Background: an optimization exercise with open tools, aiming at small area and a short achievable clock period. Do not read the settings as production practice.
RTL that was checked went through simulation tests only; none was proved equivalent to the original.
Only the layout flow was run in runs 6 and 7; the RTL was not checked for function there.
Power is estimated from default activity; no workload was simulated.

--- config.mk ---
export PLATFORM = sky130hd
export DESIGN_NAME = red_combine
export DESIGN_NICKNAME = red_combine
export VERILOG_FILES = /design/flow/design.v
export SDC_FILE = /design/flow/constraint.sdc
export NUM_CORES = 4
export LEC_CHECK = 0
export ABC_AREA = 1
export CAP_MARGIN = 20
export CORE_MARGIN = 2
export CORE_UTILIZATION = 60
export CTS_BUF_LIST = sky130_fd_sc_hd__clkbuf_16
export CTS_CLUSTER_DIAMETER = 100
export CTS_CLUSTER_SIZE = 30
export SLEW_MARGIN = 20
--- constraint.sdc ---
create_clock -name core_clock -period 32.0 [get_ports {clk}]
set_input_delay 6.4000 -clock core_clock [delete_from_list [all_inputs] [get_ports {clk}]]
set_output_delay 6.4000 -clock core_clock [all_outputs]
set_load 0.01 [all_outputs]
--- design.v ---
module red_combine (
    input  wire        clk,
    input  wire        rst,
    input  wire        in_valid,
    input  wire [31:0] in_a,
    input  wire [31:0] in_b,
    input  wire [1:0]  in_op,
    input  wire [1:0]  in_rmode,
    input  wire [15:0] in_rand,
    output reg         out_valid,
    output reg  [31:0] out_res
);
    wire a_e0   = ~|in_a[30:23];
    wire b_e0   = ~|in_b[30:23];
    wire a_emax = &in_a[30:23];
    wire b_emax = &in_b[30:23];
    wire a_mz   = ~|in_a[22:0];
    wire b_mz   = ~|in_b[22:0];
    wire a_nan  = a_emax & ~a_mz;
    wire b_nan  = b_emax & ~b_mz;
    wire a_inf  = a_emax & a_mz;
    wire b_inf  = b_emax & b_mz;
    wire sa = in_a[31];
    wire sb = in_b[31];
    wire is_mm  = in_op[0] ^ in_op[1];
    wire is_max = in_op[1];
    wire zero_small = ~is_mm & (a_inf | b_inf);
    wire e_lt;                                      
    gt_t #(8) u_ge (.a(in_b[30:23]), .b(in_a[30:23]), .gt(e_lt));
    wire m_gt;                                      
    gt_t #(23) u_gm (.a(in_b[22:0]), .b(in_a[22:0]), .gt(m_gt));
    wire e_eq = (in_a[30:23] == in_b[30:23]);
    wire pick_a_mm = b_nan | (~a_nan & (sa ^ is_max ^ (e_lt & ~(sa ^ sb))));
    wire sel_b = is_mm ? ~pick_a_mm : e_lt;
    wire [6:0] r_ab = {1'b0, in_a[28:23]} - {1'b0, in_b[28:23]};
    wire [6:0] r_ba = {1'b0, in_b[28:23]} - {1'b0, in_a[28:23]};
    wire [5:0] d_ab = a_e0 ? 6'd0 : b_e0 ? in_a[28:23] - 6'd1 : r_ab[5:0];
    wire [5:0] d_ba = b_e0 ? 6'd0 : a_e0 ? in_b[28:23] - 6'd1 : r_ba[5:0];
    wire [1:0] ha = in_a[30:29];
    wire [1:0] hb = in_b[30:29];
    wire ge_ab = ~a_e0 & (b_e0 ? (ha[1] | (ha[0] & |in_a[28:23]))
                                : ((ha == hb + 2'd1) & ~r_ab[6]) | ({1'b0, ha} >= {1'b0, hb} + 3'd2));
    wire ge_ba = ~b_e0 & (a_e0 ? (hb[1] | (hb[0] & |in_b[28:23]))
                                : ((hb == ha + 2'd1) & ~r_ba[6]) | ({1'b0, hb} >= {1'b0, ha} + 3'd2));
    reg        v1;
    reg [31:0] a1, b1;
    reg        sel1;
    reg [5:0]  sh;
    reg        big, sub, zs1, zsm1, nan1, rtz1, stoc1, mgt, mmflip, mm1;
    reg [15:0] rnd1;
    always @(posedge clk) begin
        v1    <= ~rst & in_valid;
        a1    <= in_a;
        b1    <= in_b;
        sel1  <= sel_b;
        sh    <= is_mm ? 6'd0 : e_lt ? d_ba : d_ab;
        big   <= ~is_mm & (e_lt ? ge_ba : ge_ab);
        sub   <= (sa ^ sb) & ~is_mm;
        zs1   <= is_mm | a_inf | b_inf;
        zsm1  <= zero_small;
        mgt   <= e_eq & m_gt;
        mmflip <= ~a_nan & ~b_nan & ~(sa ^ sb);
        mm1   <= is_mm;
        nan1  <= is_mm ? (a_nan & b_nan) : (a_nan | b_nan | (a_inf & b_inf & (sa ^ sb)));
        rtz1  <= (in_rmode == 2'd1);
        stoc1 <= (in_rmode == 2'd2);
        rnd1  <= in_rand;
    end
    wire [31:0] bg1  = sel1 ? b1 : a1;
    wire [22:0] sm_m = sel1 ? a1[22:0] : b1[22:0];
    wire        sm_h = sel1 ? |a1[30:23] : |b1[30:23];
    wire        s_sm = sel1 ? a1[31] : b1[31];
    wire [23:0] m_sm = zsm1 ? 24'd0 : {sm_h, sm_m};
    wire        bg_e0 = ~|bg1[30:23];
    wire [7:0]  e_big = {bg1[30:24], bg1[23] | bg_e0};
    wire [23:0] m_big = {~bg_e0, bg1[22:0]};
    wire [41:0] y;
    s1_align u_align(.m_sm(m_sm), .sh({big, 1'b0, sh}), .y(y));
    wire [42:0] r1;
    reg any_lo;
    integer k;
    always @(*) begin
        any_lo = 1'b0;
        for (k = 0; k < 24; k = k + 1)
            if (m_sm[k] && (big || sh > k)) any_lo = 1'b1;
    end
    wire swap_mm = mm1 & mgt & mmflip;
    s1_add u_add(.m_big(m_big & {24{~swap_mm}}), .y(y), .en_y(~mm1 | swap_mm),
                 .inv_big(sub & mgt), .inv_y(sub & ~mgt), .no_lo(~any_lo), .r1(r1));
    reg        v2;
    reg [42:0] r;
    reg [7:0]  eb2;
    reg        sg2, nan2, sub2, inf2, rtz2, stoc2;
    reg [15:0] rnd2;
    always @(posedge clk) begin
        v2    <= ~rst & v1;
        r     <= r1;
        eb2   <= e_big;
        sg2   <= (mgt & ~mm1) ? s_sm : bg1[31];
        nan2  <= nan1;
        sub2  <= sub;
        rtz2  <= rtz1;
        stoc2 <= stoc1;
        inf2  <= zs1 | ~rtz1;
        rnd2  <= rnd1;
    end
    wire [23:0] n; wire [15:0] d; wire st; wire [4:0] lz;
    s2_norm u_norm(.r(r), .eb2(eb2), .n(n), .d(d), .st(st), .lz(lz));
    wire [31:0] result;
    s2_round u_round(.r(r), .eb2(eb2), .n(n), .d(d), .st(st), .lz(lz), .rnd2(rnd2), .stoc2(stoc2), .rtz2(rtz2), .inf2(inf2), .nan2(nan2), .sg2(sg2), .sub2(sub2), .result(result));
    always @(posedge clk) begin
        out_valid <= ~rst & v2;
        out_res   <= result;
    end
endmodule
module s1_align(input [23:0] m_sm, input [7:0] sh, output [41:0] y);
    wire big = |sh[7:6];
    wire [41:0] x0 = {m_sm, 18'd0};
    wire [41:0] x1 = sh[0] ? { 1'd0, x0[41:1]}  : x0;
    wire [41:0] x2 = sh[1] ? { 2'd0, x1[41:2]}  : x1;
    wire [41:0] x3 = sh[2] ? { 4'd0, x2[41:4]}  : x2;
    wire [41:0] x4 = sh[3] ? { 8'd0, x3[41:8]}  : x3;
    wire [41:0] x5 = sh[4] ? {16'd0, x4[41:16]} : x4;
    wire [41:0] x6 = (sh[5] | big) ? {32'd0, x5[41:32] & {10{~big}}} : x5;
    wire jam = (sh[4] & (|x4[15:0])) | ((sh[5] | big) & (|x5[31:0])) | (big & (|x5[41:32]));
    assign y = {x6[41:1], x6[0] | jam};
endmodule
module s1_add(input [23:0] m_big, input [41:0] y, input en_y, input inv_big, input inv_y,
              input no_lo, output [42:0] r1);
    wire [18:0] lo_any;
    or_prefix #(18) u_lo (.a(y[17:0]), .y(lo_any));
    assign r1[17:0] = y[17:0] ^ ({18{inv_y}} & lo_any[17:0]);
    add_bk #(25) u_hi (.a({1'b0, m_big} ^ {25{inv_big}}), .b({1'b0, y[41:18] & {24{en_y}}} ^ {25{inv_y}}),
                       .c((inv_big | inv_y) & no_lo), .y(r1[42:18]));
endmodule
module s2_norm(input [42:0] r, input [7:0] eb2, output [23:0] n, output [15:0] d, output st, output reg [4:0] lz);
    wire [25:0] xs = r[42:17];
    integer i;
    always @(*) begin
        lz = 5'd26;
        for (i = 0; i < 26; i = i + 1)
            if (xs[i]) lz = 5'd25 - i[4:0];
    end
    wire lz_ok = (|eb2[7:5]) | (lz <= eb2[4:0]);
    wire [4:0] L = lz_ok ? lz : eb2[4:0];
    wire [25:0] shl = xs << L;
    assign n  = shl[25:2];
    assign d  = (L == 5'd0) ? r[18:3] : (L == 5'd1) ? r[17:2] : (L == 5'd2) ? r[16:1] : 16'd0;
    assign st = (L == 5'd0) ? |r[2:0] : (L == 5'd1) ? |r[1:0] : (L == 5'd2) ? r[0] : 1'b0;
endmodule
module s2_round(input [42:0] r, input [7:0] eb2, input [23:0] n, input [15:0] d, input st, input [4:0] lz,
  input [15:0] rnd2, input stoc2, input rtz2, input inf2, input nan2, input sg2, input sub2, output [31:0] result);
    wire [7:0]  e_field = n[23] ? eb2 + 8'd1 - {3'd0, lz} : 8'd0;
    wire r_zero = ~|r[42:17];
    wire d_gt_r;
    gt_t #(16) u_gtr (.a(d), .b(rnd2), .gt(d_gt_r));
    wire round_up = stoc2 ? d_gt_r : (~rtz2 & d[15] & ((|d[14:0]) | st | n[0]));
    wire [31:0] ones;
    and_prefix #(31) u_rnd (.a({e_field, n[22:0]}), .y(ones));
    wire [31:0] code = {1'b0, e_field, n[22:0]} ^ ({32{round_up}} & ones);
    wire ovf = code[31] | &code[30:23];
    wire sign = sg2 & ~(sub2 & r_zero);
    assign result = nan2 ? 32'h7FC0_0000 :
                         {sign, ovf ? (inf2 ? 31'h7F80_0000 : 31'h7F7F_FFFF) : code[30:0]};
endmodule
module inc_g #(parameter N=31) (input [N-1:0] a, input c, output [N:0] y);
  localparam G = (N+4)/4;
  wire [4*G-1:0] ap = {{(4*G-N){1'b0}}, a};
  wire [4*G-1:0] s;
  wire [G:0] gc;             
  assign gc[0] = c;
  genvar g;
  generate for (g = 0; g < G; g = g + 1) begin: grp
    wire [3:0] q = ap[4*g+3:4*g];
    assign gc[g+1] = gc[g] & (&q);
    wire c1 = gc[g] & q[0];
    wire c2 = c1 & q[1];
    wire c3 = c2 & q[2];
    assign s[4*g+3:4*g] = q ^ {c3, c2, c1, gc[g]};
  end endgenerate
  assign y = s[N:0];
endmodule
module or_prefix #(parameter N=18) (input [N-1:0] a, output [N:0] y);
  localparam G = (N+4)/4;
  wire [4*G-1:0] ap = {{(4*G-N){1'b0}}, a};
  wire [4*G-1:0] s;
  wire [G:0] gc;
  assign gc[0] = 1'b0;
  genvar g;
  generate for (g = 0; g < G; g = g + 1) begin: grp
    wire [3:0] q = ap[4*g+3:4*g];
    assign gc[g+1] = gc[g] | (|q);
    wire c1 = gc[g] | q[0];
    wire c2 = c1 | q[1];
    wire c3 = c2 | q[2];
    assign s[4*g+3:4*g] = {c3, c2, c1, gc[g]};
  end endgenerate
  assign y = s[N:0];
endmodule
module and_prefix #(parameter N=31) (input [N-1:0] a, output [N:0] y);
  localparam G = (N+4)/4;
  wire [4*G-1:0] ap = {{(4*G-N){1'b0}}, a};
  wire [4*G-1:0] s;
  wire [G:0] gc;
  assign gc[0] = 1'b1;
  genvar g;
  generate for (g = 0; g < G; g = g + 1) begin: grp
    wire [3:0] q = ap[4*g+3:4*g];
    assign gc[g+1] = gc[g] & (&q);
    wire c1 = gc[g] & q[0];
    wire c2 = c1 & q[1];
    wire c3 = c2 & q[2];
    assign s[4*g+3:4*g] = {c3, c2, c1, gc[g]};
  end endgenerate
  assign y = s[N:0];
endmodule
module gt_t #(parameter N=23) (input [N-1:0] a, input [N-1:0] b, output gt);
  function integer lg2;
    input integer v;
    integer t;
    begin
      lg2 = 0;
      for (t = 1; t < v; t = t * 2) lg2 = lg2 + 1;
    end
  endfunction
  localparam LG = lg2(N);
  localparam M = 1 << LG;
  wire [M-1:0] g0 = {{(M-N){1'b0}}, a & ~b};
  wire [M-1:0] e0 = {{(M-N){1'b1}}, ~(a ^ b)};
  genvar l, i;
  generate for (l = 0; l < LG; l = l + 1) begin: lv
    wire [(M>>(l+1))-1:0] gg, ee;
    for (i = 0; i < (M>>(l+1)); i = i + 1) begin: nd
      wire gh, gl, eh, el;
      if (l == 0) begin: f0
        assign gh = g0[2*i+1]; assign gl = g0[2*i]; assign eh = e0[2*i+1]; assign el = e0[2*i];
      end else begin: fn
        assign gh = lv[l-1].gg[2*i+1]; assign gl = lv[l-1].gg[2*i]; assign eh = lv[l-1].ee[2*i+1]; assign el = lv[l-1].ee[2*i];
      end
      assign gg[i] = gh | (eh & gl);
      assign ee[i] = eh & el;
    end
  end endgenerate
  assign gt = lv[LG-1].gg[0];
endmodule
module add_bk #(parameter N=43) (input [N-1:0] a, input [N-1:0] b, input c, output [N-1:0] y);
  function integer lg2;
    input integer v;
    integer t;
    begin
      lg2 = 0;
      for (t = 1; t < v; t = t * 2) lg2 = lg2 + 1;
    end
  endfunction
  localparam M = N+1;
  localparam LG = lg2(M);
  wire [M-1:0] g [0:2*LG];
  wire [M-1:0] p [0:2*LG];
  assign g[0] = {a & b, c};
  assign p[0] = {a ^ b, 1'b0};
  genvar l, i;
  generate
    for (l = 0; l < LG; l = l + 1) begin: up
      for (i = 0; i < M; i = i + 1) begin: b
        if ((i % (2<<l)) == (2<<l)-1) begin: n
          assign g[l+1][i] = g[l][i] | (p[l][i] & g[l][i-(1<<l)]);
          assign p[l+1][i] = p[l][i] & p[l][i-(1<<l)];
        end else begin: w
          assign g[l+1][i] = g[l][i];
          assign p[l+1][i] = p[l][i];
        end
      end
    end
    for (l = LG-1; l > 0; l = l - 1) begin: dn
      for (i = 0; i < M; i = i + 1) begin: b
        if (i >= (3<<(l-1))-1 && ((i - ((3<<(l-1))-1)) % (2<<(l-1))) == 0) begin: n
          assign g[2*LG-l][i] = g[2*LG-l-1][i] | (p[2*LG-l-1][i] & g[2*LG-l-1][i-(1<<(l-1))]);
          assign p[2*LG-l][i] = p[2*LG-l-1][i] & p[2*LG-l-1][i-(1<<(l-1))];
        end else begin: w
          assign g[2*LG-l][i] = g[2*LG-l-1][i];
          assign p[2*LG-l][i] = p[2*LG-l-1][i];
        end
      end
    end
  endgenerate
  assign y = p[0][M-1:1] ^ g[2*LG-1][M-2:0];
endmodule
--- flow/run.sh ---
#!/bin/bash
# The standard ORFS layout (standard.sh, standard synthesis unchanged) with two changes
# to how the layout is made; the clock, its period and the constraints stay the design's:
#  - repair_timing is asked for extra setup slack (flow/setup_margin, in ns), so that it
#    sizes and buffers the logic for a shorter period than the constraint's;
#  - port buffers (every input and output still gets one) use flow/port_buffer.
set -euo pipefail
MARGIN=$(cat flow/setup_margin)
PBUF=$(cat flow/port_buffer)
sed "s|CLKGATE_MAP_FILE= |CLKGATE_MAP_FILE= SETUP_SLACK_MARGIN=$MARGIN 'BUFFER_PORTS_ARGS=-buffer_cell $PBUF' |" \
    standard.sh > standard_tuned.sh
bash standard_tuned.sh > flow_make.log 2>&1
--- flow/port_buffer ---
sky130_fd_sc_hd__buf_1
--- flow/setup_margin ---
24.2
--- standard.sh ---
#!/bin/bash
# synth_recipe.tcl (not shown) runs the flow's synth.tcl, then flattens the netlist and writes it again
# the make line also repeats each setting of config.mk as NAME=value (left out here)
make -C /OpenROAD-flow-scripts/flow DESIGN_CONFIG=/design/flow/config.mk WORK_HOME=/design/flow/orfs CLKGATE_MAP_FILE= SYNTH_SCRIPT=/design/flow/synth_recipe.tcl "${@:-finish}"
==> impl_metrics.json, run 1 <==
{
  "status": "timing/DRC/antenna clean",
  "routedWlPerCell_um": 15.6,
  "yosysUniqueCellTypes": 62,
  "synthTopCellsByArea": "dfxtp_1, nand2_1, ha_1",
  "r2r_end": "out_res[5]",
  "post-route-drc-count": 0,
  "finClkSkew_ns": 0.0192,
  "cp_slowest_stage_delay_ns": 0.22,
  "cp_cell_sequence": "buf_1 > inv_8 > ha_4 > a31o_4 > a21o_1 > a21oi_1 > o221a_2 > o221a_2 > nor3_2 > o21ai_1 > a21oi_1",
  "cp.required_ns": 32.39,
  "period_needed_ns": 7.71,
  "grt_use_total_pct": 31.1,
  "via_count": 14800,
  "num_rows": 57,
  "swShare_pct": 50.9,
  "synth.avg_cell_area_um2": 6.64,
  "p_comb_share_pct": 63.6,
  "synth-edff-count": 0,
  "place.gp.congestion": 1.02,
  "final_common_cell": "nand2_1",
  "dpl.hpwl_mm": 33.4,
  "critical_path.top_delay_family": "compound AO/OA/AOI/OAI gates",
  "initial_utilization_pct": 61.3,
  "p_clk_share_pct": 12.3,
  "rr_startpoint": "r[19]",
  "tightest_slew_ns": 0.816,
  "endpoint_kind": "flip-flop",
  "leakagePower_uw": 0.00794,
  "fp.dieArea_mm2": 0.0263,
  "hold_path.class": "reg -> reg",
  "pin_count": 120,
  "setup_tns_ns": 0,
  "synth_nets": 2470,
  "max_freq_mhz": 130,
  "finalMaxSlewViolations": 0,
  "synthArstFlopShare_pct": 0,
  "clock_latency_ns": 0.50,
  "cellPowerDensity_mw_per_mm2": 91.7,
  "post_drt_via_cell_ratio": 5.58,
  "antenna_left": 0,
  "synth_top_area_cell": "dfxtp_1",
  "p_int_uw": 729,
  "ys_warn_count": 3,
  "path_clk_slew_ns": 0.11,
  "die_w_um": 162,
  "htreeDepth": 1,
  "synth-seq-area-share_pct": 27.4,
  "p_seq_share_pct": 24.1,
  "synthCells": 2261,
  "cts_buffers": 12,
  "setup_viol": 0,
  "final_util_pct": 66.1,
  "cts.path.max_buffers": 3,
  "root_buffer": "clkbuf_16",
  "ys.flop_type": "dfxtp_1",
  "p_switching_uw": 754,
  "die-height_um": 162,
  "slew_headroom_pct": 45.2,
  "holdCritStartpoint": "stoc1",
  "final_nets": 2537,
  "rsz0062_at_grt": "true",
  "grt_max_degree": 46,
  "grt_pass1_wl_mm": 66.9,
  "cp.arrival_ns": 8.11,
  "antenna_cells": 0,
  "dr.first_iter.drc_count": 1359,
  "peakVddDrop_mv": 0.0649,
  "drt-total-wl_mm": 41.5,
  "core_mm2": 0.0245,
  "slowest_stage": "o221a_2",
  "critPathMaxFanout": 2,
  "final_cell_mix": "nand2_1, inv_1, dfxtp_1",
  "path_buf_inv": 2,
  "syn_area_mm2": 0.0150,
  "r2r_cells": 56,
  "cp-endpoint": "mgt",
  "cts_sinks": 205,
  "yosysTopAreaCellShare_pct": 27.4,
  "fillers": 2205,
  "port_buffers": 119,
  "cp_num_cells": 11,
  "drv_cap": 0,
  "grt.overflow.total": 0,
  "start_kind": "primary input",
  "worstSetupPathType": "in -> reg",
  "drtPass1Iterations": 6,
  "antenna_found_initial": 0,
  "drive_gt1_share_pct": 5.40,
  "r2r_slack_ns": 25.05,
  "synth_seq_cells": 205,
  "final-hold-violation-count": 0,
  "timing.final.crit_share_pct": 24.1,
  "tritoncts": "built",
  "area_growth_pct": 7.75,
  "cp-startpoint": "in_a[1]",
  "grt_pass1_vias": 13600
}
[power by group through the flow]
stage	combinational (µW)	clock, µW	sequential [µW]
after floorplan	713	0	362
after global placement	898	0	361
after detailed placement	917	0	363
after CTS	924	186	357
after global routing	1070	196	365
final	943	182	358
[flip-flops by register name, summed over array words and instances, names as in the netlist, 6 cells and up]
signal,cells
rnd1,16
b1,32
r,43
rnd2,16
sh,6
a1,32
out_res,32
eb2,8
[through the flow]
step / worst slack, ns / area [µm²] / instances / total power, µW / hold WS, ns
final: 24.29 / 16200 / 2657 / 1480 / 0.329
after global routing: 24.19 / 16200 / 2657 / 1630 / 0.330
after CTS: 24.19 / 16100 / 2656 / 1470 / 0.335
after detailed placement: 23.45 / 15600 / 2634 / 1280 / 0.312
after global placement: 23.47 / 15600 / 2634 / 1260 / 0.311
after floorplan: 24.04 / 15100 / 2261 / 1070 / 0.310
[kinds of logic (layout without fill, tap and decap cells)]
group | count (synthesis) | in the layout | synth area share [%]
flops | 205 | 205 | 27.4
xor+xnor | 109 | 109 | 6.36
simple gates | 1129 | 1129 | 32.2
compound gates | 348 | 348 | 13.1
buf+inv | 332 | 404 | 8.92
fa+ha+maj | 122 | 122 | 11.0
mux | 16 | 16 | 1.08
[per-layer routing]
layer | routed length, µm | track usage, % | up-vias
li1 | - | - | 7486
met1 | 18100 | 40.9 | 6638
met2 | 19200 | 53.2 | 594
met3 | 2780 | 3.32 | 100
met4 | 1380 | 10.5 | 0
met5 | 0 | 0 | -
[synth_stat cells, types with 11 or more instances]
library cell,n
xnor2_1,18
buf_1,12
ha_1,105
fa_1,17
xor2_1,91
o21ai_1,24
o22ai_1,16
nor2_2,11
nand3_1,197
nand2_1,628
nand4_1,25
inv_1,236
nor3_1,25
nor2_1,189
a21oi_1,91
dfxtp_1,205
mux2i_1,15
o21ai_0,154
clkbuf_1,51
nor4_1,21
[final cells by class]
class | instances | area (µm²) | share of cell area [%]
timing repair buffer | 137 | 594 | 3.68
sequential | 205 | 4110 | 25.4
tap | 324 | 405 | 2.51
clock inverter | 6 | 113 | 0.697
inverter | 248 | 942 | 5.83
clock buffer | 13 | 325 | 2.01
multi-input combinational | 1724 | 9680 | 59.9
[worst reg2reg max path: cells and delay by family (launching register included)]
kind,cells,cell delay [ns]
adder cells (fa/ha/maj),2,0.58
AND/OR/NAND/NOR,39,3.35
flip-flops,1,0.40
AO/OA/AOI/OAI,8,1.41
buffers and inverters,7,1.16
[worst min-delay path by stage]
stage | to | cells after the start
5_1_grt | stoc2 | 0
2_1_floorplan | nan2 | 0
3_3_place_gp | rnd2[7] | 0
3_5_place_dp | rnd2[7] | 0
4_1_cts | rnd2[2] | 0
6_report | stoc2 | 0
[what timing repair did]
action,in CTS,in global routing
setup endpoints to repair,8,40
setup buffers,3,1
pin swaps,1,3
gates resized for setup,4,31
hold buffers,0,0
==> run 2: changes to the inputs <==
--- a/config.mk
+++ b/config.mk
@@ -12,4 +12,5 @@
 export CTS_BUF_LIST = sky130_fd_sc_hd__clkbuf_16
 export CTS_CLUSTER_DIAMETER = 100
 export CTS_CLUSTER_SIZE = 30
+export PLACE_DENSITY = 0.85
 export SLEW_MARGIN = 20
==> run 2 against run 1 <==
Still clean on timing, DRC and antenna. Flip-flop and latch count did not move. Sequential share of layout area about the same. Register-to-register slack got worse by 0.18 ns. Fmax decreased by 1.4%. Critical endpoint is now sel1. Global-route usage barely moved.
==> impl_metrics.json, run 2 <==
{
  "final_common_cell": "nand2_1",
  "synthTopCellsByArea": "dfxtp_1, nand2_1, ha_1",
  "synth.avg_cell_area_um2": 6.64,
  "p_clk_share_pct": 11.5,
  "power_uw": 1480,
  "p_comb_share_pct": 64.3,
  "start_kind": "primary input",
  "drtPass1Iterations": 6,
  "fillers": 2235,
  "routedWlPerCell_um": 15.7,
  "post-route-drc-count": 0,
  "tritoncts": "built",
  "leakagePower_uw": 0.00795,
  "p_int_uw": 722,
  "cp.arrival_ns": 8.21,
  "cpMostUsedCell": "nand2_1",
  "cp.required_ns": 32.38,
  "port_buffers": 119,
  "cp_cell_sequence": "buf_8 > clkinvlp_4 > ha_4 > inv_2 > fa_2 > o21ai_2 > nand2_1 > o211ai_1 > buf_4 > nor2_4 > a21oi_2 > nor2_1 > o21ai_1 > nand2_1",
  "synth_top_family_by_area": "simple AND/OR/NAND/NOR gates",
  "yosysTopAreaCellShare_pct": 27.4,
  "dr.first_iter.drc_count": 1471,
  "setup_tns_ns": 0,
  "antenna_cells": 0,
  "cts_sinks": 205,
  "path_clk_slew_ns": 0.11,
  "slowest_stage": "fa_2",
  "p_seq_share_pct": 24.2,
  "root_buffer": "clkbuf_16",
  "cp_slowest_stage_delay_ns": 0.41,
  "largest_reg_flops": 43,
  "drive_gt1_share_pct": 5.61,
  "synthCells": 2261,
  "postLayoutCellArea_mm2": 0.0162,
  "cts_buffers": 12,
  "final-hold-violation-count": 0,
  "worstSetupPathType": "in -> reg",
  "post_drt_via_cell_ratio": 5.64,
  "synth_seq_cells": 205,
  "place.gp.congestion": 0.976,
  "synth_top_area_cell": "dfxtp_1",
  "die-height_um": 162,
  "timing.final.crit_share_pct": 24.5,
  "muxShareOfSynthArea_pct": 1.08,
  "synth_most_common_cell": "nand2_1",
  "period_needed_ns": 7.82,
  "final_nets": 2541,
  "tightest_slew_ns": 0.861,
  "ys.flop_type": "dfxtp_1",
  "finClkSkew_ns": 0.0267,
  "synth-compound-area-share_pct": 13.1,
  "max_freq_mhz": 128,
  "status": "timing/DRC/antenna clean",
  "endpoint_kind": "flip-flop",
  "grt_pass1_wl_mm": 67.1,
  "ys_warn_count": 3,
  "critical_path.top_delay_family": "adder cells",
  "antenna_left": 0,
  "initial_utilization_pct": 61.3,
  "synth_commonest_cells": "nand2_1, inv_1, dfxtp_1",
  "die_w_um": 162,
  "grt_pass1_vias": 13800,
  "grt_max_degree": 72,
  "num_rows": 57,
  "place_area_mm2": 0.0156,
  "swShare_pct": 51.1,
  "synth_simple_gate_area_share_pct": 32.2,
  "yosysUniqueCellTypes": 62,
  "pin_count": 120,
  "core_mm2": 0.0245,
  "peakVddDrop_mv": 0.0745,
  "via_count": 15000,
  "finalNonFillerCells": 2661,
  "synth-edff-count": 0,
  "rsz0062_at_grt": "true",
  "hold_path.class": "reg -> reg",
  "cellPowerDensity_mw_per_mm2": 91.2,
  "setup_viol": 0,
  "drv_cap": 0,
  "largest_register": "r",
  "critPathMaxFanout": 6,
  "dp_cells": 2634,
  "grt_use_total_pct": 31.1,
  "synthArstFlopShare_pct": 0,
  "p_switching_uw": 754,
  "antenna_found_initial": 0,
  "finalMaxSlewViolations": 0,
  "area_growth_pct": 7.93,
  "yosys.area_share.adder_pct": 11.0,
  "final_cell_mix": "nand2_1, inv_1, dfxtp_1",
  "drt-total-wl_mm": 41.7,
  "synth_nets": 2470,
  "syn_area_mm2": 0.0150,
  "fp.dieArea_mm2": 0.0263,
  "clock_latency_ns": 0.49,
  "grt.overflow.total": 0,
  "cts.path.max_buffers": 3,
  "dpl.hpwl_mm": 33.2,
  "path_buf_inv": 4,
  "synth-seq-area-share_pct": 27.4,
  "htreeDepth": 1,
  "synth_xor_area_share_pct": 6.36,
  "slew_headroom_pct": 42.1
}
## run 2: worst paths after layout
check,from,to,slack (ns),cells past startpoint
max,in_a[23],sel1,24.18,14
min,rnd1[0],rnd2[0],0.31,0
max reg2reg,r[19],out_res[7],24.87,54
min reg2reg,rnd1[0],rnd2[0],0.31,0
## run 2: timing repair
item	4_1_cts	5_1_grt
hold buffers	0	0
resized for setup	14	28
pin swaps	1	11
endpoints found under the hold margin	0	0
endpoints found under the setup margin	8	39
setup buffers	2	6
## run 2: routing by layer
metal,share of wire (%),track usage (%),vias up
met5,0,0,-
met3,6.3,3.32,89
li1,-,-,7495
met4,3.1,9.69,0
met1,44,40.9,6829
met2,47,53.7,598
## run 2: final cells by class
cell class / instances / area [µm²] / area share, %
inverters: 248 / 948 / 5.86
well taps: 324 / 405 / 2.50
flip-flops and latches: 205 / 4110 / 25.4
repair buffers: 141 / 637 / 3.93
clock inverters: 6 / 78.8 / 0.487
multi-input cells: 1724 / 9690 / 59.9
clock buffers: 13 / 325 / 2.01
## run 2: cell families (layout without fill, tap and decap cells)
kind of cell | Yosys count | in the layout
fa+ha+maj | 122 | 122
xor+xnor | 109 | 109
mux | 16 | 16
simple gates | 1129 | 1129
flops | 205 | 205
compound gates | 348 | 348
buf+inv | 332 | 408
## run 2: through the flow
stage               utilization, %  worst slack [ns]  hold slack [ns]
finish                        66.2             24.18            0.307
global route                  66.2             24.10            0.303
CTS                           65.6             24.21            0.307
detailed placement            63.8             23.36            0.313
global placement              63.8             23.41            0.310
floorplan                        -             24.04            0.310
## run 2: power by group through the flow
stage,sequential [µW],clock [µW],combinational [µW]
after global routing,362,184,1080
final,357,170,950
after global placement,358,0,897
after floorplan,362,0,713
after detailed placement,361,0,921
after CTS,356,174,929
==> run 3: changes to the inputs <==
==> flow/setup_margin (replaced) <==
24.05
--- a/config.mk
+++ b/config.mk
@@ -12,5 +12,4 @@
 export CTS_BUF_LIST = sky130_fd_sc_hd__clkbuf_16
 export CTS_CLUSTER_DIAMETER = 100
 export CTS_CLUSTER_SIZE = 30
-export PLACE_DENSITY = 0.85
 export SLEW_MARGIN = 20
==> run 3 against run 2 <==
Fmax about the same. Via count down 0.86%. Still clean. Largest power group unchanged. Highest routed layer unchanged. Non-clock buffer count down 1.
==> impl_metrics.json, run 3 <==
{
  "busiest_layer": "met2",
  "cp_cell_sequence": "clkbuf_4 > clkinvlp_4 > ha_4 > inv_2 > fa_2 > o21ai_2 > nand2_1 > o211ai_1 > buf_4 > nand2_1 > inv_2 > o311ai_0 > a21oi_1",
  "die_w_um": 162,
  "cts_buffers": 11,
  "clock_latency_ns": 0.48,
  "cp.required_ns": 32.41,
  "period_needed_ns": 7.83,
  "antenna_cells": 0,
  "synth_top_area_cell": "dfxtp_1",
  "cellPowerDensity_mw_per_mm2": 90.2,
  "synth-seq-area-share_pct": 27.4,
  "dp_cells": 2633,
  "slowest_stage": "fa_2",
  "worstSetupPathType": "in -> reg",
  "synth_seq_cells": 205,
  "antenna_left": 0,
  "tritoncts": "built",
  "yosysUniqueCellTypes": 62,
  "critPathMaxFanout": 5,
  "grt_max_degree": 71,
  "rsz0062_at_grt": "false",
  "timing.final.crit_share_pct": 24.5,
  "die-height_um": 162,
  "max_freq_mhz": 128,
  "start_kind": "primary input",
  "cts.path.max_buffers": 3,
  "final_cell_mix": "nand2_1, inv_1, dfxtp_1",
  "status": "timing/DRC/antenna clean",
  "fp.dieArea_mm2": 0.0263,
  "ys_warn_count": 3,
  "leakagePower_uw": 0.00792,
  "slew_headroom_pct": 32.3,
  "hold_path.class": "reg -> reg",
  "grt_use_met1_pct": 40.2,
  "hold_buffers": 0,
  "final_common_cell": "nand2_1",
  "cp.arrival_ns": 8.24,
  "drtPass1Iterations": 5,
  "tightest_slew_ns": 1.01,
  "syn_area_mm2": 0.0150,
  "post_drt_via_cell_ratio": 5.60,
  "post-route-drc-count": 0,
  "largest_register": "r",
  "setup_viol": 0,
  "endpoint_kind": "flip-flop",
  "pin_count": 120,
  "port_buffers": 119,
  "final_util_pct": 65.6,
  "synth.avg_cell_area_um2": 6.64,
  "root_buffer": "clkbuf_16",
  "area_growth_pct": 6.95,
  "finalMaxSlewViolations": 0,
  "synthCells": 2261,
  "fin_worst_hold_slack_ns": 0.333,
  "synth_nets": 2470,
  "use_met2_pct": 53.6,
  "finClkSkew_ns": 0.0263,
  "antenna_found_initial": 0,
  "initial_utilization_pct": 61.3,
  "routedWlPerCell_um": 15.4,
  "grt_pass1_wl_mm": 66.6,
  "htreeDepth": 1,
  "num_rows": 57,
  "drv_cap": 0,
  "setup_tns_ns": 0,
  "ys.flop_type": "dfxtp_1",
  "largest_reg_flops": 43,
  "fillers": 2266,
  "final_nets": 2539,
  "finalNonFillerCells": 2657,
  "power_uw": 1450,
  "grt_use_total_pct": 30.8,
  "synthArstFlopShare_pct": 0,
  "via_count": 14900,
  "final-hold-violation-count": 0,
  "place.gp.congestion": 0.950,
  "synth_most_common_cell": "nand2_1",
  "drive_gt1_share_pct": 5.40,
  "synth-edff-count": 0,
  "dr.first_iter.drc_count": 1283,
  "core_mm2": 0.0245,
  "synth_commonest_cells": "nand2_1, inv_1, dfxtp_1",
  "grt.overflow.total": 0,
  "cts_sinks": 205,
  "peakVddDrop_mv": 0.0664,
  "path_clk_slew_ns": 0.12,
  "cp_slowest_stage_delay_ns": 0.37,
  "yosysTopAreaCellShare_pct": 27.4,
  "drt-total-wl_mm": 40.8,
  "dpl.hpwl_mm": 33.2,
  "grt_pass1_vias": 13800,
  "synthTopCellsByArea": "dfxtp_1, nand2_1, ha_1",
  "grt_use_met3_pct": 3.14
}
[run 3: where the power goes]
group	switching [µW]	total, µW	internal [µW]	leakage [µW]
clock	85.4	151	65.6	0.000162
combinational	619	941	322	0.00603
sequential	35.2	355	320	0.00172
total	740	1450	707	0.00792
[run 3: layout make-up]
cell class,count,area (µm²),area share (%)
Clock buffer,11,275,1.72
Timing Repair Buffer,140,626,3.90
Sequential cell,205,4110,25.6
Multi-Input combinational cell,1724,9650,60.2
Tap cell,324,405,2.53
Clock inverter,5,45.0,0.281
Inverter,248,935,5.83
[run 3: routing by layer]
metal,part of all wire (%),up-vias
li1,-,7503
met1,43,6753
met2,47,538
met3,6.2,88
met4,3.0,0
met5,0,-
[run 3: kinds of logic (layout without fill, tap and decap cells)]
kind of cell               count (synthesis)  in the layout  synth area share, %
AOI/OAI and AO/OA                        348            348                 13.1
xor gates and xnor gates                 109            109                 6.36
adders and majority gates                122            122                 11.0
buffers and inverters                    332            404                 8.92
DFF                                      205            205                 27.4
muxes                                     16             16                 1.08
and+or+nand+nor                         1129           1129                 32.2
[run 3: per-stage QoR]
stage | cell area (µm²) | setup WS [ns]
2_1_floorplan | 15000 | 24.04
3_5_place_dp | 15600 | 23.28
3_3_place_gp | 15600 | 23.30
4_1_cts | 15900 | 24.03
6_report | 16000 | 24.17
5_1_grt | 16000 | 24.05
[run 3: worst paths after layout]
path,slack [ns],cells past startpoint,start,to
setup / recovery,24.17,13,in_a[23],sh[3]
hold / removal,0.33,0,rnd1[0],rnd2[0]
hold reg to reg,0.33,0,rnd1[0],rnd2[0]
setup reg to reg,24.97,56,r[19],out_res[5]
[run 3: critical path, delay by kind of cell]
kind                       cells  cell delay (ns)
adders and majority gates      2             0.50
buffers and inverters          5             0.60
and+or+nand+nor                2             0.19
AOI/OAI and AO/OA              4             0.55
[run 3: repair_timing]
item                       CTS  global route
resized for setup            1            37
pin swaps                    2             5
setup endpoints to repair    8            39
setup buffers                3             5
cloned                       0             0
==> run 4: changes to the inputs <==
==> flow/setup_margin (replaced) <==
24.4
--- a/config.mk
+++ b/config.mk
@@ -13,3 +13,4 @@
 export CTS_CLUSTER_DIAMETER = 100
 export CTS_CLUSTER_SIZE = 30
 export SLEW_MARGIN = 20
+export TNS_END_PERCENT = 30
==> run 4 against run 3 <==
Fmax up 1.3%. Combinational power rose by 2%. Critical endpoint unchanged. Register-to-register slack improved by 0.19 ns. Largest power group unchanged. Utilization rose by 0.92 points. Die area stayed put. Clock skew is 0.0057 ns lower. Power is 1.9% higher.
==> impl_metrics.json, run 4 <==
{
  "status": "timing/DRC/antenna clean",
  "die-height_um": 162,
  "min_path_cells": 0,
  "port_buffers": 119,
  "period_needed_ns": 7.73,
  "r2r_cells": 58,
  "path_clk_slew_ns": 0.11,
  "num_rows": 57,
  "final_cell_mix": "nand2_1, inv_1, dfxtp_1",
  "multiInputGateArea_mm2": 0.00973,
  "htreeDepth": 1,
  "die_w_um": 162,
  "slew_headroom_pct": 47.0,
  "peakVddDrop_mv": 0.0650,
  "grt_max_degree": 71,
  "fp.dieArea_mm2": 0.0263,
  "antenna_left": 0,
  "root_buffer": "clkbuf_16",
  "clock_latency_ns": 0.48,
  "critPathMaxFanout": 4,
  "seq_area_mm2": 0.00411,
  "final_common_cell": "nand2_1",
  "post_drt_via_cell_ratio": 5.57,
  "largest_reg_flops": 43,
  "finalMaxSlewViolations": 0,
  "synth_seq_cells": 205,
  "start_kind": "primary input",
  "drtPass1Iterations": 6,
  "drt-total-wl_mm": 41.8,
  "endpoint_kind": "flip-flop",
  "area_growth_pct": 8.45,
  "synth_top_area_cell": "dfxtp_1",
  "synthCells": 2261,
  "final_util_pct": 66.5,
  "antenna_found_initial": 0,
  "grt_pass1_wl_mm": 67.8,
  "final-hold-violation-count": 0,
  "setup_tns_ns": 0,
  "yosysUniqueCellTypes": 62,
  "worstSetupPathType": "in -> reg",
  "cp.arrival_ns": 8.14,
  "drv_cap": 0,
  "leakagePower_uw": 0.00803,
  "fillers": 2282,
  "grt_use_total_pct": 31.3,
  "cp.required_ns": 32.41,
  "ys_warn_count": 3,
  "post-route-drc-count": 0,
  "cts_buffers": 11,
  "max_freq_mhz": 129,
  "tightest_slew_ns": 0.792,
  "pin_count": 120,
  "syn_area_mm2": 0.0150,
  "synthTopCellsByArea": "dfxtp_1, nand2_1, ha_1",
  "ys.flop_type": "dfxtp_1",
  "rsz0062_at_grt": "true",
  "synth_commonest_cells": "nand2_1, inv_1, dfxtp_1",
  "synth-edff-count": 0,
  "final_nets": 2553,
  "finClkSkew_ns": 0.0206,
  "timing.final.crit_share_pct": 24.1,
  "place.gp.congestion": 0.960,
  "antenna_cells": 0,
  "routedWlPerCell_um": 15.6,
  "fin_worst_hold_slack_ns": 0.315,
  "cellPowerDensity_mw_per_mm2": 90.6,
  "cts.path.max_buffers": 3,
  "grt.overflow.total": 0,
  "cts_sinks": 205,
  "synth_most_common_cell": "nand2_1",
  "drive_gt1_share_pct": 6.26,
  "synth_nets": 2470,
  "synth.avg_cell_area_um2": 6.64,
  "via_count": 14900,
  "initial_utilization_pct": 61.3,
  "setup_viol": 0,
  "hold_path.class": "reg -> reg",
  "largest_register": "r",
  "yosysTopAreaCellShare_pct": 27.4,
  "grt_pass1_vias": 13900,
  "synthArstFlopShare_pct": 0,
  "tritoncts": "built",
  "dr.first_iter.drc_count": 1287,
  "dpl.hpwl_mm": 33.6,
  "synth-seq-area-share_pct": 27.4,
  "core_mm2": 0.0245
}
## run 4: final cells by class
cell class / instances / area share [%]
clock buffers: 11 / 1.69
inverters: 248 / 5.76
multi-input cells: 1724 / 59.8
well taps: 324 / 2.49
clock inverters: 6 / 0.431
flip-flops and latches: 205 / 25.2
repair buffers: 154 / 4.58
## run 4: worst max-delay path, cell delays in order
cell and delay, ns:
buf_8 0.10, clkinvlp_4 0.08, ha_4 0.14, inv_2 0.03, fa_2 0.35, o21ai_2 0.12, nand2_1 0.10, o211ai_1 0.15
buf_4 0.19, nand2_1 0.08, inv_2 0.10, o311ai_2 0.13, a21oi_1 0.15
## run 4: what timing repair did
item | in CTS | in global routing
pin swaps | 11 | 8
hold buffers | 0 | 0
buffers inserted | 10 | 12
setup endpoints to repair | 9 | 41
resized for setup | 37 | 23
## run 4: through the flow
| step | setup slack (ns) | instances | instance area, µm² | power, µW |
|---|---|---|---|---|
| 5_1_grt | 24.19 | 2672 | 16300 | 1630 |
| 4_1_cts | 24.35 | 2660 | 16100 | 1450 |
| 2_1_floorplan | 24.04 | 2261 | 15000 | 1070 |
| 6_report | 24.27 | 2672 | 16300 | 1470 |
| 3_5_place_dp | 23.35 | 2633 | 15600 | 1280 |
| 3_3_place_gp | 23.39 | 2633 | 15600 | 1260 |
## run 4: metal layers
layer  track usage [%]  wire length (µm)  vias up
met5                 0                 0        -
met4              8.85              1160        0
met3              3.14              2340       90
met2              56.2             19900      548
met1              40.0             18400     6716
li1                  -                 -     7531
## run 4: power by group
part | switching [µW] | total (µW) | internal (µW)
clock | 86.7 | 160 | 73.5
combinational | 628 | 959 | 331
sequential | 35.6 | 356 | 320
## run 4: path summary, 6_finish.rpt
path                                from          end  slack (ns)
worst max-delay path            in_a[23]        sh[3]       24.27
worst min-delay path             rnd1[4]      rnd2[4]        0.31
worst max register to register     r[19]  out_res[10]       25.16
worst min register to register   rnd1[4]      rnd2[4]        0.31
## run 4: cells by family after synthesis
logic type	synth area share, %
and+or+nand+nor	32.2
AOI/OAI and AO/OA	13.1
buffers and inverters	8.92
DFF	27.4
adders and majority gates	11.0
xor gates and xnor gates	6.36
muxes	1.08
==> run 5: changes to the inputs <==
==> flow/setup_margin (replaced) <==
24.2
--- a/config.mk
+++ b/config.mk
@@ -8,9 +8,9 @@
 export ABC_AREA = 1
 export CAP_MARGIN = 20
 export CORE_MARGIN = 2
-export CORE_UTILIZATION = 60
+export CORE_UTILIZATION = 64
 export CTS_BUF_LIST = sky130_fd_sc_hd__clkbuf_16
 export CTS_CLUSTER_DIAMETER = 100
 export CTS_CLUSTER_SIZE = 30
+export PLACE_DENSITY = 0.72
 export SLEW_MARGIN = 20
-export TNS_END_PERCENT = 30
==> run 5 against run 4 <==
Critical endpoint is now sel1. Power down 1.2%. First-iteration DRC count down 3.8%. Utilization up 3.3 points. Synthesized cell count unchanged. Via count up 0.83%. Routed wire length down 1.1%. Cell area down 0.22%. Clock power down 6%. Clock skew up 0.0040 ns. Critical path depth up 1. Die area down 6.1%.
==> impl_metrics.json, run 5 <==
{
  "routedWlPerCell_um": 15.5,
  "postLayoutCellArea_mm2": 0.0162,
  "setup_tns_ns": 0,
  "hold_buffers": 0,
  "clock_latency_ns": 0.48,
  "ys.flop_type": "dfxtp_1",
  "cellPowerDensity_mw_per_mm2": 89.8,
  "final_nets": 2551,
  "setup_viol": 0,
  "finClkSkew_ns": 0.0246,
  "post_drt_via_cell_ratio": 5.64,
  "drtPass1Iterations": 6,
  "grt_use_total_pct": 33.2,
  "post-route-drc-count": 0,
  "slowest_stage": "fa_2",
  "yosysUniqueCellTypes": 62,
  "largest_register": "r",
  "slew_headroom_pct": 32.8,
  "timing.final.crit_share_pct": 24.3,
  "finalMaxSlewViolations": 0,
  "place.gp.congestion": 1.01,
  "dr.first_iter.drc_count": 1238,
  "synth-seq-area-share_pct": 27.4,
  "tightest_slew_ns": 0.999,
  "cp.arrival_ns": 8.14,
  "cp.required_ns": 32.38,
  "peakVddDrop_mv": 0.0497,
  "final_cell_mix": "nand2_1, inv_1, dfxtp_1",
  "muxShareOfSynthArea_pct": 1.08,
  "via_count": 15000,
  "die-height_um": 157,
  "antenna_left": 0,
  "area_growth_pct": 8.22,
  "synth_simple_gate_area_share_pct": 32.2,
  "place_area_mm2": 0.0156,
  "p_clk_share_pct": 10.3,
  "synth_nets": 2470,
  "synth_top_area_cell": "dfxtp_1",
  "p_int_uw": 714,
  "drive_gt1_share_pct": 6.10,
  "synthArstFlopShare_pct": 0,
  "period_needed_ns": 7.76,
  "path_clk_slew_ns": 0.11,
  "fillers": 2043,
  "fp.dieArea_mm2": 0.0247,
  "cp_slowest_stage_delay_ns": 0.36,
  "antenna_cells": 0,
  "synth_seq_cells": 205,
  "cts_sinks": 205,
  "root_buffer": "clkbuf_16",
  "drt-total-wl_mm": 41.3,
  "antenna_found_initial": 1,
  "synth_commonest_cells": "nand2_1, inv_1, dfxtp_1",
  "p_seq_share_pct": 24.5,
  "pin_count": 120,
  "synth.avg_cell_area_um2": 6.64,
  "htreeDepth": 1,
  "initial_utilization_pct": 64.5,
  "num_rows": 56,
  "port_buffers": 119,
  "synth-edff-count": 0,
  "start_kind": "primary input",
  "largest_reg_flops": 43,
  "core_mm2": 0.0233,
  "synth_most_common_cell": "nand2_1",
  "synth_top_family_by_area": "simple AND/OR/NAND/NOR gates",
  "swShare_pct": 51.0,
  "cts_buffers": 11,
  "max_freq_mhz": 129,
  "worstSetupPathType": "in -> reg",
  "dpl.hpwl_mm": 33.0,
  "synthTopCellsByArea": "dfxtp_1, nand2_1, ha_1",
  "ys_warn_count": 3,
  "cp_cell_sequence": "buf_8 > clkinvlp_4 > ha_4 > inv_2 > fa_2 > o21ai_2 > nand2_1 > o211ai_1 > buf_4 > nor2_1 > a21oi_2 > nor2_1 > o21ai_1 > nand2_1",
  "yosysTopAreaCellShare_pct": 27.4,
  "p_comb_share_pct": 65.2,
  "drv_cap": 0,
  "grt_pass1_vias": 13900,
  "syn_area_mm2": 0.0150,
  "tritoncts": "built",
  "leakagePower_uw": 0.00798,
  "cts.path.max_buffers": 3,
  "grt.overflow.total": 0,
  "hold_path.class": "reg -> reg",
  "synth-compound-area-share_pct": 13.1,
  "final_util_pct": 69.8,
  "status": "timing/DRC/antenna clean",
  "yosys.area_share.adder_pct": 11.0,
  "critPathMaxFanout": 4,
  "final-hold-violation-count": 0,
  "synthCells": 2261,
  "die_w_um": 157,
  "final_common_cell": "nand2_1",
  "grt_pass1_wl_mm": 67.0,
  "synth_xor_area_share_pct": 6.36,
  "endpoint_kind": "flip-flop",
  "p_switching_uw": 743,
  "grt_max_degree": 59,
  "rsz0062_at_grt": "true"
}
-- run 5: final cells by class --
type	instances	area (µm²)	share of cell area, %
clock inverter	4	43.8	0.270
inverter	248	942	5.80
tap	319	399	2.46
timing repair buffer	152	727	4.48
multi-input combinational	1724	9740	60.0
sequential	205	4110	25.3
clock buffer	11	275	1.70
-- run 5: cells by family (layout without fill, tap and decap cells) --
kind of cell,Yosys count,in the layout
AO/OA/AOI/OAI,348,348
buffers and inverters,332,415
AND/OR/NAND/NOR,1129,1129
multiplexers,16,16
flip-flops,205,205
adder cells (fa/ha/maj),122,122
XOR/XNOR,109,109
-- run 5: through the flow --
stage          setup slack, ns  cells  power (µW)  hold WS [ns]
2_1_floorplan            24.04   2261        1070         0.310
3_3_place_gp             23.45   2630        1250         0.310
3_5_place_dp             23.44   2630        1280         0.312
4_1_cts                  24.19   2650        1430         0.332
5_1_grt                  24.14   2663        1610         0.335
6_report                 24.24   2663        1460         0.332
-- run 5: final timing paths --
check,slack (ns),end,startpoint,depth (start not counted)
worst min-delay path,0.33,rnd2[3],rnd1[3],0
worst min register to register,0.33,rnd2[3],rnd1[3],0
worst max-delay path,24.24,sel1,in_a[23],14
worst max register to register,24.92,out_res[15],r[19],54
-- run 5: power groups by stage --
stage / clock [µW] / combinational (µW) / sequential (µW)
after floorplan: 0 / 713 / 362
after global placement: 0 / 893 / 359
after detailed placement: 0 / 917 / 362
after CTS: 153 / 925 / 356
after global routing: 161 / 1090 / 364
final: 150 / 950 / 357
-- run 5: routing by layer --
layer	GRT usage [%]	part of all wire [%]	routed length [µm]	up-vias
met2	58.2	48	19600	557
met3	4.30	6.5	2690	120
met4	11.8	3.7	1520	2
met1	41.8	42	17500	6806
li1	-	-	-	7523
met5	0	0.024	10	-
-- run 5: worst max-delay path: cells and delay by family --
family / cells / cell delay (ns)
compound gates: 4 / 0.58
fa+ha+maj: 2 / 0.50
simple gates: 4 / 0.24
buf+inv: 4 / 0.42
-- run 5: what timing repair did --
| item | 4_1_cts | 5_1_grt |
|---|---|---|
| pin swaps | 2 | 10 |
| buffers inserted | 5 | 13 |
| gates resized for setup | 12 | 34 |
| endpoints found under the setup margin | 8 | 41 |
==> run 6: changes to the inputs <==
--- a/design.v
+++ b/design.v
@@ -45,16 +45,19 @@
     reg        v1;
     reg [31:0] a1, b1;
     reg        sel1;
-    reg [5:0]  sh;
-    reg        big, sub, zs1, zsm1, nan1, rtz1, stoc1, mgt, mmflip, mm1;
+    reg [5:0]  sh_ab, sh_ba;
+    reg        big_ab, big_ba;
+    reg        sub, zs1, zsm1, nan1, rtz1, stoc1, mgt, mmflip, mm1;
     reg [15:0] rnd1;
     always @(posedge clk) begin
         v1    <= ~rst & in_valid;
         a1    <= in_a;
         b1    <= in_b;
         sel1  <= sel_b;
-        sh    <= is_mm ? 6'd0 : e_lt ? d_ba : d_ab;
-        big   <= ~is_mm & (e_lt ? ge_ba : ge_ab);
+        sh_ab <= d_ab;
+        sh_ba <= d_ba;
+        big_ab <= ge_ab;
+        big_ba <= ge_ba;
         sub   <= (sa ^ sb) & ~is_mm;
         zs1   <= is_mm | a_inf | b_inf;
         zsm1  <= zero_small;
@@ -71,6 +74,8 @@
     wire        sm_h = sel1 ? |a1[30:23] : |b1[30:23];
     wire        s_sm = sel1 ? a1[31] : b1[31];
     wire [23:0] m_sm = zsm1 ? 24'd0 : {sm_h, sm_m};
+    wire [5:0]  sh   = mm1 ? 6'd0 : sel1 ? sh_ba : sh_ab;
+    wire        big  = ~mm1 & (sel1 ? big_ba : big_ab);
     wire        bg_e0 = ~|bg1[30:23];
     wire [7:0]  e_big = {bg1[30:24], bg1[23] | bg_e0};
     wire [23:0] m_big = {~bg_e0, bg1[22:0]};
==> flow/port_buffer (replaced) <==
sky130_fd_sc_hd__buf_2
==> flow/setup_margin (replaced) <==
24.5
--- a/config.mk
+++ b/config.mk
@@ -8,9 +8,5 @@
 export ABC_AREA = 1
 export CAP_MARGIN = 20
 export CORE_MARGIN = 2
-export CORE_UTILIZATION = 64
-export CTS_BUF_LIST = sky130_fd_sc_hd__clkbuf_16
-export CTS_CLUSTER_DIAMETER = 100
-export CTS_CLUSTER_SIZE = 30
-export PLACE_DENSITY = 0.72
+export CORE_UTILIZATION = 60
 export SLEW_MARGIN = 20
==> run 6 against run 5 <==
Flip-flop and latch count increased by 7. Synthesized cell count increased by 3.2%. Worst hold slack got worse by 0.0094 ns. Count of clock-buffer cells in the layout increased by 19. Largest power group unchanged.
==> impl_metrics.json, run 6 <==
{
  "tightest_slew_ns": 0.897,
  "r2r_end": "out_res[13]",
  "cp-endpoint": "sel1",
  "largest_reg_flops": 43,
  "critPathMaxFanout": 6,
  "cellPowerDensity_mw_per_mm2": 93.4,
  "cp_num_cells": 11,
  "syn_area_mm2": 0.0155,
  "grt_use_met1_pct": 40.0,
  "synthArstFlopShare_pct": 0,
  "pin_count": 120,
  "rr_startpoint": "r[17]",
  "fp.dieArea_mm2": 0.0272,
  "synth_nets": 2542,
  "antenna_cells": 0,
  "rsz0062_at_grt": "true",
  "final_common_cell": "nand2_1",
  "grt_use_met3_pct": 3.72,
  "cp-startpoint": "in_a[28]",
  "hold_buffers": 0,
  "ys.flop_type": "dfxtp_1",
  "leakagePower_uw": 0.00888,
  "timing.final.crit_share_pct": 23.5,
  "drv_cap": 0,
  "num_rows": 58,
  "worstSetupPathType": "in -> reg",
  "cts_sinks": 212,
  "grt_use_total_pct": 31.6,
  "dpl.hpwl_mm": 34.1,
  "busiest_layer": "met2",
  "cp.required_ns": 32.38,
  "status": "timing/DRC/antenna clean",
  "place.gp.congestion": 0.961,
  "period_needed_ns": 7.52,
  "port_buffers": 119,
  "r2r_slack_ns": 25.20,
  "clock_latency_ns": 0.51,
  "synth_seq_cells": 212,
  "holdCritStartpoint": "rnd1[2]",
  "critical_path.top_delay_family": "compound AO/OA/AOI/OAI gates",
  "cp_slowest_stage_delay_ns": 0.27,
  "synthCells": 2333,
  "final_util_pct": 69.9,
  "finalMaxSlewViolations": 0,
  "start_kind": "primary input",
  "ys_warn_count": 3,
  "drtPass1Iterations": 6,
  "final_cell_mix": "nand2_1, inv_1, dfxtp_1",
  "die_w_um": 165,
  "cp_cell_sequence": "buf_8 > inv_12 > ha_4 > a21o_1 > a221oi_2 > nand2_2 > nand2_2 > o21ai_2 > xor2_1 > o21ai_1 > o21ai_1",
  "antenna_found_initial": 0,
  "yosysTopAreaCellShare_pct": 27.3,
  "synth_commonest_cells": "nand2_1, inv_1, dfxtp_1",
  "tritoncts": "built",
  "path_clk_slew_ns": 0.06,
  "initial_utilization_pct": 61.5,
  "synth_most_common_cell": "nand2_1",
  "die-height_um": 165,
  "fillers": 2274,
  "post-route-drc-count": 0,
  "final-hold-violation-count": 0,
  "path_buf_inv": 2,
  "area_growth_pct": 13.8,
  "root_buffer": "clkbuf_16",
  "antenna_left": 0,
  "via_count": 15500,
  "hold_path.class": "reg -> reg",
  "synthTopCellsByArea": "dfxtp_1, nand2_1, ha_1",
  "grt.overflow.total": 0,
  "grt_max_degree": 103,
  "use_met2_pct": 55.2,
  "slew_headroom_pct": 39.9,
  "post_drt_via_cell_ratio": 5.61,
  "r2r_cells": 44,
  "peakVddDrop_mv": 0.0799,
  "largest_register": "r",
  "core_mm2": 0.0253,
  "cp.arrival_ns": 7.89,
  "routedWlPerCell_um": 15.8,
  "finClkSkew_ns": 0.0172,
  "grt_pass1_vias": 14400,
  "yosysUniqueCellTypes": 59,
  "endpoint_kind": "flip-flop",
  "cts.path.max_buffers": 3,
  "setup_tns_ns": 0,
  "synth-seq-area-share_pct": 27.3,
  "max_freq_mhz": 133,
  "setup_viol": 0,
  "synth_top_area_cell": "dfxtp_1",
  "final_nets": 2637,
  "synth.avg_cell_area_um2": 6.65,
  "grt_pass1_wl_mm": 69.6,
  "dr.first_iter.drc_count": 1301,
  "drive_gt1_share_pct": 14.0,
  "synth-edff-count": 0,
  "cts_buffers": 23,
  "htreeDepth": 1,
  "drt-total-wl_mm": 43.9,
  "slowest_stage": "a221oi_2"
}
run 6: cell count changes after synthesis, sizes merged, moves of 5 or more:
cell,before,now
a31oi,5,10
a211oi,5,10
nand4,25,50
buf,33,56
dfxtp,205,212
clkbuf,51,42
a21boi,1,8
nand2,638,615
nor3,26,35
a21oi,92,74
inv,244,276
o21ai,183,197
nand3,201,217
run 6: layout make-up:
| type | count | area, µm² | area share [%] |
|---|---|---|---|
| multi-input combinational | 1746 | 10100 | 57.1 |
| sequential | 212 | 4250 | 24.0 |
| inverter | 278 | 1110 | 6.29 |
| timing repair buffer | 164 | 1080 | 6.09 |
| clock buffer | 30 | 632 | 3.58 |
| tap | 330 | 413 | 2.34 |
| clock inverter | 9 | 81.3 | 0.460 |
| timing repair inverter | 3 | 15.0 | 0.0850 |
run 6: how the worst min path moves through the flow:
stage	cells after the start	slack [ns]	to
global route	0	0.33	rnd2[4]
CTS	0	0.33	rnd2[2]
floorplan	0	0.31	nan2
detailed placement	0	0.31	rnd2[4]
finish	0	0.32	rnd2[2]
global placement	0	0.31	rnd2[2]
run 6: timing repair:
| action | in CTS | in global routing |
|---|---|---|
| buffers inserted | 8 | 23 |
| cloned | 0 | 4 |
| pin swaps | 10 | 37 |
| hold endpoints to repair | 0 | 0 |
| resized for setup | 16 | 85 |
| setup endpoints to repair | 41 | 47 |
run 6: kinds of logic (layout without fill, tap and decap cells):
logic type,after synthesis,count (layout),synth area share (%)
muxes,14,14,0.911
adders and majority gates,122,122,10.7
and+or+nand+nor,1150,1151,32.5
DFF,212,212,27.3
AOI/OAI and AO/OA,348,348,12.5
xor gates and xnor gates,111,111,6.26
buffers and inverters,376,484,9.84
run 6: worst register-to-register path: cells and delay by family (launching register included):
family          cells  cell delay [ns]
simple gates       25             3.27
flops               1             0.40
buf+inv             7             0.82
fa+ha+maj           3             0.86
compound gates      9             1.41
run 6: stage by stage:
stage	instance area [µm²]	hold WS (ns)	total power (µW)	instances	setup slack (ns)
3_3_place_gp	16300	0.310	1330	2698	23.84
3_5_place_dp	16300	0.313	1350	2698	23.78
5_1_grt	17700	0.328	1810	2772	24.43
4_1_cts	17200	0.326	1600	2745	24.43
6_report	17700	0.323	1650	2772	24.48
2_1_floorplan	15700	0.310	1130	2333	24.16
run 6: metal layers:
layer | share of wire [%] | up-vias
met1 | 42 | 7033
met5 | 0 | -
li1 | - | 7814
met2 | 48 | 581
met3 | 6.4 | 117
met4 | 3.6 | 0
run 6: power by group:
group          leakage, µW  total [µW]  switching (µW)  internal [µW]
clock             0.000350         251             104            147
combinational      0.00675        1030             670            363
sequential         0.00178         367            35.9            331
total              0.00888        1650             810            841
==> run 7: changes to the inputs <==
--- a/design.v
+++ b/design.v
@@ -27,9 +27,6 @@
     wire zero_small = ~is_mm & (a_inf | b_inf);
     wire e_lt;                                      
     gt_t #(8) u_ge (.a(in_b[30:23]), .b(in_a[30:23]), .gt(e_lt));
-    wire m_gt;                                      
-    gt_t #(23) u_gm (.a(in_b[22:0]), .b(in_a[22:0]), .gt(m_gt));
-    wire e_eq = (in_a[30:23] == in_b[30:23]);
     wire pick_a_mm = b_nan | (~a_nan & (sa ^ is_max ^ (e_lt & ~(sa ^ sb))));
     wire sel_b = is_mm ? ~pick_a_mm : e_lt;
     wire [6:0] r_ab = {1'b0, in_a[28:23]} - {1'b0, in_b[28:23]};
@@ -47,7 +44,7 @@
     reg        sel1;
     reg [5:0]  sh_ab, sh_ba;
     reg        big_ab, big_ba;
-    reg        sub, zs1, zsm1, nan1, rtz1, stoc1, mgt, mmflip, mm1;
+    reg        sub, zs1, zsm1, nan1, rtz1, stoc1, mmflip, mm1;
     reg [15:0] rnd1;
     always @(posedge clk) begin
         v1    <= ~rst & in_valid;
@@ -61,7 +58,6 @@
         sub   <= (sa ^ sb) & ~is_mm;
         zs1   <= is_mm | a_inf | b_inf;
         zsm1  <= zero_small;
-        mgt   <= e_eq & m_gt;
         mmflip <= ~a_nan & ~b_nan & ~(sa ^ sb);
         mm1   <= is_mm;
         nan1  <= is_mm ? (a_nan & b_nan) : (a_nan | b_nan | (a_inf & b_inf & (sa ^ sb)));
@@ -69,6 +65,9 @@
         stoc1 <= (in_rmode == 2'd2);
         rnd1  <= in_rand;
     end
+    wire m_gt;
+    gt_t #(23) u_gm (.a(b1[22:0]), .b(a1[22:0]), .gt(m_gt));
+    wire mgt = (a1[30:23] == b1[30:23]) & m_gt;
     wire [31:0] bg1  = sel1 ? b1 : a1;
     wire [22:0] sm_m = sel1 ? a1[22:0] : b1[22:0];
     wire        sm_h = sel1 ? |a1[30:23] : |b1[30:23];
@@ -91,7 +90,7 @@
     end
     wire swap_mm = mm1 & mgt & mmflip;
     s1_add u_add(.m_big(m_big & {24{~swap_mm}}), .y(y), .en_y(~mm1 | swap_mm),
-                 .inv_big(sub & mgt), .inv_y(sub & ~mgt), .no_lo(~any_lo), .r1(r1));
+                 .sub(sub), .rev(sub & mgt), .no_lo(~any_lo), .r1(r1));
     reg        v2;
     reg [42:0] r;
     reg [7:0]  eb2;
@@ -130,13 +129,15 @@
     wire jam = (sh[4] & (|x4[15:0])) | ((sh[5] | big) & (|x5[31:0])) | (big & (|x5[41:32]));
     assign y = {x6[41:1], x6[0] | jam};
 endmodule
-module s1_add(input [23:0] m_big, input [41:0] y, input en_y, input inv_big, input inv_y,
+module s1_add(input [23:0] m_big, input [41:0] y, input en_y, input sub, input rev,
               input no_lo, output [42:0] r1);
     wire [18:0] lo_any;
     or_prefix #(18) u_lo (.a(y[17:0]), .y(lo_any));
-    assign r1[17:0] = y[17:0] ^ ({18{inv_y}} & lo_any[17:0]);
-    add_bk #(25) u_hi (.a({1'b0, m_big} ^ {25{inv_big}}), .b({1'b0, y[41:18] & {24{en_y}}} ^ {25{inv_y}}),
-                       .c((inv_big | inv_y) & no_lo), .y(r1[42:18]));
+    assign r1[17:0] = y[17:0] ^ ({18{sub}} & lo_any[17:0]);
+    wire [24:0] s;
+    add_bk #(25) u_hi (.a({1'b0, m_big}), .b({1'b0, y[41:18] & {24{en_y}}} ^ {25{sub}}),
+                       .c(sub & ~rev & no_lo), .y(s));
+    assign r1[42:18] = s ^ {25{rev}};
 endmodule
 module s2_norm(input [42:0] r, input [7:0] eb2, output [23:0] n, output [15:0] d, output st, output reg [4:0] lz);
     wire [25:0] xs = r[42:17];
==> flow/port_buffer (replaced) <==
sky130_fd_sc_hd__buf_1
==> flow/setup_margin (replaced) <==
24.2
==> run 7 against run 6 <==
Cell count fell by 1.4%. Die area is 0.41% lower. Sequential power hardly changed. Sequential share of layout area increased by 0.63 points. Clock skew decreased by 0.0050 ns. First-iteration DRC count grew 7.0%. Critical endpoint unchanged. Highest routed layer unchanged.
==> impl_metrics.json, run 7 <==
{
  "status": "timing/DRC/antenna clean",
  "synthTopCellsByArea": "dfxtp_1, nand2_1, ha_1",
  "hold_buffers": 0,
  "root_buffer": "clkbuf_16",
  "cts.path.max_buffers": 3,
  "endpoint_kind": "flip-flop",
  "area_growth_pct": 10.8,
  "start_kind": "primary input",
  "final_common_cell": "nand2_1",
  "grt_use_total_pct": 31.9,
  "port_buffers": 119,
  "initial_utilization_pct": 61.2,
  "hold_path.class": "reg -> reg",
  "drtPass1Iterations": 7,
  "finalNonFillerCells": 2733,
  "tritoncts": "built",
  "max_freq_mhz": 129,
  "pin_count": 120,
  "dr.first_iter.drc_count": 1392,
  "post_drt_via_cell_ratio": 5.67,
  "fp.dieArea_mm2": 0.0271,
  "grt.overflow.total": 0,
  "htreeDepth": 1,
  "largest_register": "r",
  "timing.final.crit_share_pct": 24.2,
  "slew_headroom_pct": 40.5,
  "synth-edff-count": 0,
  "routedWlPerCell_um": 16.1,
  "drv_cap": 0,
  "synth_seq_cells": 211,
  "finClkSkew_ns": 0.0122,
  "setup_viol": 0,
  "drive_gt1_share_pct": 7.49,
  "via_count": 15500,
  "critPathMaxFanout": 6,
  "grt_pass1_wl_mm": 69.9,
  "cp.arrival_ns": 8.14,
  "finalMaxSlewViolations": 0,
  "core_mm2": 0.0253,
  "synthCells": 2308,
  "synth-seq-area-share_pct": 27.3,
  "synth.avg_cell_area_um2": 6.70,
  "ys_warn_count": 3,
  "dpl.hpwl_mm": 34.0,
  "leakagePower_uw": 0.00833,
  "antenna_cells": 0,
  "antenna_found_initial": 0,
  "die-height_um": 164,
  "layout_setup_ws_ns": 24.26,
  "tightest_slew_ns": 0.891,
  "cellPowerDensity_mw_per_mm2": 97.8,
  "worstSetupPathType": "in -> reg",
  "ys.flop_type": "dfxtp_1",
  "cp.required_ns": 32.40,
  "synthArstFlopShare_pct": 0,
  "period_needed_ns": 7.74,
  "synth_most_common_cell": "nand2_1",
  "fin_worst_hold_slack_ns": 0.326,
  "synth_top_area_cell": "dfxtp_1",
  "final-hold-violation-count": 0,
  "clock_latency_ns": 0.52,
  "yosysTopAreaCellShare_pct": 27.3,
  "grt_max_degree": 71,
  "post-route-drc-count": 0,
  "peakVddDrop_mv": 0.0749,
  "setup_tns_ns": 0,
  "largest_reg_flops": 43,
  "num_rows": 58,
  "pre_cts_slack_ns": 23.50,
  "cts_sinks": 211,
  "yosysUniqueCellTypes": 64,
  "synth_nets": 2516,
  "dp_cells": 2677,
  "path_clk_slew_ns": 0.06,
  "grt_pass1_vias": 14300,
  "synth_commonest_cells": "nand2_1, inv_1, nand3_1",
  "rsz0062_at_grt": "true",
  "place.gp.congestion": 1.02,
  "cts_buffers": 24,
  "final_nets": 2593,
  "final_cell_mix": "nand2_1, inv_1, nand3_1",
  "syn_area_mm2": 0.0155,
  "die_w_um": 164,
  "antenna_left": 0,
  "drt-total-wl_mm": 43.9
}
-- run 7: cell families (layout without fill, tap and decap cells) --
group | after synthesis | in the layout | share of synthesized area [%]
and+or+nand+nor | 1129 | 1132 | 32.2
xor gates and xnor gates | 116 | 116 | 6.57
adders and majority gates | 121 | 121 | 10.6
buffers and inverters | 371 | 463 | 9.62
muxes | 7 | 7 | 0.461
DFF | 211 | 211 | 27.3
AOI/OAI and AO/OA | 353 | 353 | 13.2
-- run 7: critical path, stage by stage --
cell,delay (ns)
buf_2,0.16
inv_2,0.08
ha_4,0.28
a21oi_2,0.14
inv_1,0.07
a31oi_2,0.15
o21bai_1,0.14
a21oi_2,0.17
o21ai_2,0.09
nand2_1,0.08
o21ai_2,0.06
xor2_1,0.16
nor2_1,0.10
o21ai_1,0.07
-- run 7: through the flow --
step	utilization, %	cell area [µm²]	power [µW]
floorplan	-	15500	1150
global placement	63.5	16000	1340
detailed placement	63.5	16000	1360
CTS	66.9	16900	1650
global route	67.8	17100	1840
finish	67.8	17100	1680
-- run 7: layout make-up --
type / count / area [µm²]
Multi-Input combinational cell: 1729 / 9940
Timing Repair Buffer: 143 / 682
Fill cell: 2279 / 8130
Tap cell: 330 / 413
Inverter: 274 / 1040
Sequential cell: 211 / 4230
Clock buffer: 31 / 678
Timing Repair inverter: 2 / 10.0
Clock inverter: 13 / 138
-- run 7: routing by layer --
metal	wire (µm)	GRT usage, %
met4	1420	10.8
met1	19200	41.7
met5	0	0
met2	20500	54.8
met3	2680	3.44
-- run 7: final timing paths --
check            from       to  slack [ns]  cells past startpoint
max          in_a[26]     sel1       24.26                     14
min           rnd1[0]  rnd2[0]        0.33                      0
max reg2reg      sel1    r[41]       24.78                     40
min reg2reg   rnd1[0]  rnd2[0]        0.33                      0
-- run 7: what timing repair did --
item,in CTS,in global routing
pin swaps,2,12
resized for setup,13,44
setup endpoints to repair,42,50
setup buffers,2,5
cloned,1,4
-- run 7: power breakdown --
group / internal (µW) / total (µW) / switching [µW] / leakage [µW]
Sequential: 331 / 370 / 39.5 / 0.00178
Clock: 167 / 277 / 109 / 0.000401
Combinational: 356 / 1030 / 672 / 0.00615
Total: 854 / 1680 / 821 / 0.00833

Setup slack of run 7, layout unchanged: 24.264 ns with ideal ports, 24.287 ns with driving cells assumed (clock clkbuf_16, inputs buf_2), 23.727 ns with port delays also shifted by the 0.559 ns mid clock arrival.
